Background: an optimization exercise with open tools, aiming at small area, a short achievable clock period and few clock cycles. Do not read the settings as production practice. Function was checked by simulation only, so behaviour that the tests miss may differ from the original. Power figures rest on the tool's default switching activity, not on a simulated workload.

==> flow/design.v (excerpt) <==
module pred_enc (
    input  wire        clk,
    input  wire        rst,
    input  wire        in_valid,
    output wire        in_ready,
    input  wire [15:0] in_r,
    input  wire [15:0] in_g,
    input  wire [15:0] in_b,
    input  wire [15:0] in_ar,
    input  wire [15:0] in_ag,
    input  wire [15:0] in_ab,
    input  wire        in_odd,
    input  wire        in_pred_en,
    input  wire        in_last,
    output wire        out_valid,
    input  wire        out_ready,
    output wire [63:0] out_data,
    output wire [15:0] out_entry,
    output wire        out_last
);
    localparam [1:0] MODE_FLAT = 2'b01;
    localparam [1:0] MODE_PRED = 2'b10;
    localparam [1:0] MODE_RAW  = 2'b11;
    localparam integer RING  = 68;          
    localparam integer TAP   = RING - 3;    
    localparam integer SW    = 84;          
    localparam integer AW    = 234;         
    localparam integer HOLES = RING - 64;   
    integer i, c, kk;
    function [16:0] add16;
        input [15:0] a;
        input [15:0] b;
        input        ci;
        reg   [15:0] g, p, gn, pn;
        integer      j, d;
        begin
            g = a & b;
            p = a ^ b;
            g[0] = g[0] | (p[0] & ci);
            for (d = 1; d < 16; d = d * 2) begin
                gn = g;
                pn = p;
                for (j = d; j < 16; j = j + 1) begin
                    gn[j] = g[j] | (p[j] & g[j-d]);
                    pn[j] = p[j] & p[j-d];
                end
                g = gn;
                p = pn;
            end
            add16 = {g[15], (a ^ b) ^ {g[14:0], ci}};
        end
    endfunction
    function ge16;
        input [15:0] a;
        input [15:0] b;
        reg   [16:0] s;
        begin
            s = add16(a, ~b, 1'b1);
            ge16 = s[16];
        end
    endfunction
    function gt16;
        input [15:0] a;
        input [15:0] b;
        reg   [16:0] s;
        begin
  ...
export LEC_CHECK = 0
export CAP_MARGIN = 20
export CORE_MARGIN = 2
export CORE_UTILIZATION = 60
export PLACE_DENSITY = 0.72
export SLEW_MARGIN = 20
create_clock -name core_clock -period 22.0 [get_ports {clk}]
standard.sh (not shown) runs the stock make flow with config.mk's settings and CLKGATE_MAP_FILE= SYNTH_SCRIPT=/design/flow/synth_recipe.tcl, a recipe that flattens the netlist after the stock synthesis.
==> flow/flow/run.sh <==
#!/bin/bash
set -euo pipefail
target_ns=${TARGET_NS:-5.8}
margin=$(python3 -c "print(round(${FLOW_PERIOD_NS} - ${target_ns}, 3))")
cts="-sink_clustering_enable -repair_clock_nets -sink_clustering_size 30 -sink_clustering_max_diameter 50 -dont_use_dummy_load"
echo "period ${FLOW_PERIOD_NS} ns, repair target ${target_ns} ns, SETUP_SLACK_MARGIN=${margin}, CTS_ARGS=${cts}" > flow_settings.log
bash standard.sh "SETUP_SLACK_MARGIN=${margin}" SKIP_GATE_CLONING=1 "CTS_ARGS=${cts}" finish > standard_flow.log 2>&1
The first run completed without violations.
Testbench counts at the start, summed over its fixed seeds: cycles 47,295.
Next try:
==> flow/run.sh (new file) <==
#!/bin/bash
# synth_recipe.tcl (not shown) runs the flow's synth.tcl, then flattens the netlist and writes it again
# the make line also repeats each setting of config.mk as NAME=value (left out here)
make -C /OpenROAD-flow-scripts/flow DESIGN_CONFIG=/design/flow/config.mk WORK_HOME=/design/flow/orfs CLKGATE_MAP_FILE= SYNTH_SCRIPT=/design/flow/synth_recipe.tcl finish
CTS_CLUSTER_DIAMETER = 50   (was not set)
CTS_CLUSTER_SIZE = 30   (was not set)
PLACE_DENSITY = not set   (was 0.72)
removed: flow/flow/run.sh
removed: flow/standard.sh
What happened: Register-to-register slack degrades by 1500 ps. Die area stays the same. Sequential share of layout area decreases by 0.58 points. Clock-buffer cell count grows by 59. Hold slack is better by 64 ps. Routed wire length drops by 2.6%. Synthesized cell count is unchanged.
Next try:
==> flow/flow/run.sh (new file) <==
#!/bin/bash
set -euo pipefail
here=$(pwd)
target_ns=${TARGET_NS:-5.8}
margin=$(python3 -c "print(round(${FLOW_PERIOD_NS} - ${target_ns}, 3))")
cts="-sink_clustering_enable -repair_clock_nets -sink_clustering_size 30 -sink_clustering_max_diameter 50 -dont_use_dummy_load"
echo "period ${FLOW_PERIOD_NS} ns, repair target ${target_ns} ns, SETUP_SLACK_MARGIN=${margin}, CTS_ARGS=${cts}" > flow_settings.log
bash standard.sh "SETUP_SLACK_MARGIN=${margin}" SKIP_GATE_CLONING=1 "CTS_ARGS=${cts}" \
    "PRE_DETAIL_PLACE_TCL=${here}/flow/out_flops.tcl" \
    "BUFFER_PORTS_ARGS=-buffer_cell sky130_fd_sc_hd__buf_4" finish > standard_flow.log 2>&1
==> flow/flow/out_flops.tcl (new file) <==
# Before detailed placement: move each flip-flop that drives an output
# port's buffer onto that buffer's location, so the register sits next to
# its port; detailed placement then legalizes it. No logic changes.
set block [ord::get_db_block]
set moved 0
foreach bterm [$block getBTerms] {
  if { [$bterm getIoType] != "OUTPUT" } { continue }
  set net [$bterm getNet]
  if { $net == "NULL" } { continue }
  set buf "NULL"
  foreach it [$net getITerms] { if { [$it isOutputSignal] } { set buf [$it getInst] } }
  if { $buf == "NULL" } { continue }
  set innet "NULL"
  foreach it [$buf getITerms] { if { [$it isInputSignal] } { set innet [$it getNet] } }
  if { $innet == "NULL" } { continue }
  set drv "NULL"
  foreach it [$innet getITerms] { if { [$it isOutputSignal] } { set drv [$it getInst] } }
  if { $drv == "NULL" } { continue }
  if { ![[$drv getMaster] isSequential] } { continue }
  lassign [$buf getLocation] x y
  $drv setLocation $x $y
  incr moved
}
puts "out_flops: moved $moved output flip-flops next to their port buffers"
==> flow/standard.sh (new file) <==
#!/bin/bash
# synth_recipe.tcl (not shown) runs the flow's synth.tcl, then flattens the netlist and writes it again
# the make line also repeats each setting of config.mk as NAME=value (left out here)
make -C /OpenROAD-flow-scripts/flow DESIGN_CONFIG=/design/flow/config.mk WORK_HOME=/design/flow/orfs CLKGATE_MAP_FILE= SYNTH_SCRIPT=/design/flow/synth_recipe.tcl "${@:-finish}"
CTS_CLUSTER_DIAMETER = not set   (was 50)
CTS_CLUSTER_SIZE = not set   (was 30)
PLACE_DENSITY = 0.72   (was not set)
removed: flow/run.sh
After rerunning: First-iteration DRC count climbs by 3.0%. Total power came out lower by 3.1%. Cell area goes down by 0.70%. Clock-buffer cell count falls by 46. Non-clock buffer count rises by 277. Clock power fell by 22%. Utilization went down by 0.47 points. Die area stays the same. Wire length came out higher by 3.5%. Synthesized area stays the same.

what the ideal ports hide:
How much do the figures lean on ideal ports? The routed layouts below were timed once more, with nothing changed but the port constraints. Step 1, drivers: a clkbuf_16 drives clk and a buf_2 each remaining input, both assumed. Step 2 adds t to the input delays and takes it off the output delays; t is the mean of the earliest and latest rising clock arrival at the registers after step 1. Input paths then give back, and output paths get back, about the clock's delay inside the block. a / b / c = ideal / step 1 / step 2; a / b = the first two.
run | t (ns) | slack for setup (ns) | latest minus earliest clock arrival (ns) | worst data-port slew with drivers (ns) | pins driven straight from the clock port
the first run | 1.094 | 15.998 / 15.891 / 15.153 | 0.158 / 0.158 | 0.28 | 1
the second run | 1.115 | 14.866 / 14.866 / 14.601 | 0.089 / 0.089 | 0.23 | 1
the third run | 1.076 | 16.067 / 15.961 / 15.241 | 0.135 / 0.135 | 0.43 | 1
After both steps every run listed still meets setup and hold. For the first run, which loses most, drivers alone change the setup slack by -0.107 ns; drivers and shift together by -0.845 ns.
